From an optimization exercise on the open Yosys and OpenROAD flow, aimed at small area and few clock cycles; shortcuts taken in it are not production practice.
Where RTL was checked, it was by simulation tests only, not by an equivalence proof against the original.
Power figures rest on the tool's default switching activity, not on a simulated workload.

Setup of alpha:
Design eland_tx, start of the top module:
module eland_tx (
    input  wire        clk,
    input  wire        rst,           
    input  wire        start,
    input  wire [10:0] length,        
    input  wire [1:0]  spread,        
    input  wire [6:0]  npre,          
    output wire        start_ready,
    input  wire [7:0]  in_data,
    input  wire        in_valid,
    output wire        in_ready,
    output wire        chip,
    output wire        chip_valid,
    output wire        chip_last,
    input  wire        chip_ready
);
Size in the first run: about 2,200 cells after synthesis, roughly 38 I/O pins, roughly 0.029 mm^2 of cells after synthesis.
export LEC_CHECK = 0
export CAP_MARGIN = 0
export CORE_MARGIN = 2
export CORE_UTILIZATION = 60
export PLACE_DENSITY = 0.7
export SLEW_MARGIN = 0
create_clock -name core_clock -period 12.0 [get_ports {clk}]
standard.sh (not shown) runs the stock make flow with config.mk's settings and CLKGATE_MAP_FILE= SYNTH_SCRIPT=/design/flow/synth_recipe.tcl, a recipe that flattens the netlist after the stock synthesis.
==> flow/flow/run.sh <==
#!/bin/bash
# Standard layout; clock tree synthesis without dummy loads and with larger
# sink clusters; ports buffered with the smallest buffer.
set -euo pipefail
export CTS_ARGS="-sink_clustering_enable -repair_clock_nets -dont_use_dummy_load -buf_list sky130_fd_sc_hd__clkbuf_8 -sink_clustering_size 19 -sink_clustering_max_diameter 70"
export BUFFER_PORTS_ARGS="-inputs -outputs -buffer_cell sky130_fd_sc_hd__buf_1"
bash standard.sh > standard.log 2>&1
[inputs] beta vs alpha
--- a/flow/design.v
+++ b/flow/design.v
@@ -28,32 +28,34 @@
     wire [23:0]  dec;                    
     reg         ld;                      
     reg  [1:0]  lq;                      
     reg  [4:0]  ls;                      
     reg  [10:0] rlen;                    
     reg         ahead;                   
     reg  [31:0] crc;
     wire [6:0]  lo      = {lq, 4'd0} + {1'b0, lq, 3'd0} + {2'd0, ls};
     wire [7:0]  loff    = {1'b0, lo} + (ahead ? 8'd96 : 8'd0);
     wire [11:0] rem     = {1'b0, rlen} - {4'd0, loff};
     wire        host    = !rem[11] && (rem[10:0] > 11'd4);
     wire        nz      = !rem[11] && (rem[10:0] != 11'd0);
-    wire [7:0]  fbyte   = ~crc[7:0];
+    wire [1:0]  fidx    = 2'd0 - rem[1:0];
+    wire [31:0] fcs     = ~crc;
+    wire [7:0]  fbyte   = fcs >> {fidx, 3'b000};
     wire [7:0]  ov      = host ? in_data : (nz ? fbyte : 8'd0);
     wire        slot_hit = ld && (ph == ls);
     assign      in_ready = slot_hit && host;
     wire        inj     = slot_hit && (!host || in_valid);
     wire [31:0] crc_next;
     wire [24:0] ct;
-    assign ct[7:0] = {8{host}} & (crc[7:0] ^ in_data);
+    assign ct[7:0] = crc[7:0] ^ in_data;
     assign ct[8] = ct[0] ^ ct[1];
     assign ct[9] = ct[2] ^ ct[3];
     assign ct[10] = ct[4] ^ ct[5];
     assign ct[11] = ct[6] ^ ct[7];
     assign ct[12] = ct[0] ^ ct[6];
     assign ct[13] = ct[1] ^ ct[7];
     assign ct[14] = ct[2] ^ ct[10];
     assign ct[15] = ct[3] ^ ct[4];
     assign ct[16] = ct[5] ^ ct[8];
     assign ct[17] = ct[0] ^ ct[4];
     assign ct[18] = ct[1] ^ ct[2];
     assign ct[19] = ct[1] ^ ct[11];
@@ -429,25 +431,25 @@
             end
             if (lstart) begin
                 ld     <= 1'b1;
                 ahead  <= 1'b1;
                 lq     <= 2'd0;
                 ls     <= 5'd0;
             end
             if (cwnext) begin
                 rlen   <= rlen - 11'd96;
                 ahead  <= 1'b0;
             end
             if (inj) begin
-                if (nz)
+                if (host)
                     crc <= crc_next;
                 if (ls == 5'd23) begin
                     ls <= 5'd0;
                     lq <= lq + 2'd1;
                     if (lq == 2'd3) begin
                         ld   <= 1'b0;
                         rdy  <= 1'b1;
                     end
                 end else begin
                     ls <= ls + 5'd1;
                 end
             end
==> comparison <==
- On global-route wire length before repair, alpha and beta are neck and neck.
- The lower largest fanout of any net on the critical path of alpha and beta is in beta.
- Ratio of total power to cell area ended up 2.3% higher on beta than on alpha.
- Compared with alpha, in beta met1 capacity usage during global routing did not really move, layout overhead on the synthesized area went down, final setup violation count did not really move.
- alpha ended up with simple AND/OR/NAND/NOR gates as its largest family of logic cells by synthesized area; beta ended up with XOR/XNOR gates.
- beta against alpha: switching power total up 1.2%; fraction of the mapped netlist area in adder cells comparable.
- HPWL after detailed placement for beta: 800 um down relative to alpha
- beta vs alpha: post-synthesis compound-gate area fraction down in beta
- beta reports a higher detailed-routed wire length on met3 than alpha does.
- On clock tree cell share of total cell area, alpha and beta are basically level.
Testbench counts of beta, summed over its fixed seeds: cycles 1,792,826.
Function not checked in alpha: the RTL went through the layout flow alone.

## static timing again, ports no longer ideal
No port has a modelled driver above. Below, the same layouts with a new extraction and two added sets of constraints.
Step 1: set_driving_cell puts a clkbuf_16 on clk and a buf_2 on each other input, an assumption about the parent block.
Step 2 moves the port delays by t, midway between the first and last clock arrival at a register: inputs arrive t later, outputs are due t later. That takes back most of the time a late clock gives input paths.
a / b / c = ideal / step 1 / step 2; a / b = the first two.
| run | t (ns) | setup WS [ns] | hold WS [ns] | worst register clock-pin slew, ns | worst data-port slew with drivers (ns) |
|---|---|---|---|---|---|
| alpha | 0.715 | 4.163 / 4.108 / 4.822 | 0.288 / 0.288 / 0.288 | 0.11 / 0.11 | 0.04 |
| beta | 0.702 | 4.880 / 4.822 / 5.524 | 0.281 / 0.281 / 0.281 | 0.11 / 0.11 | 0.04 |
After both steps setup and hold are still met in every run listed.
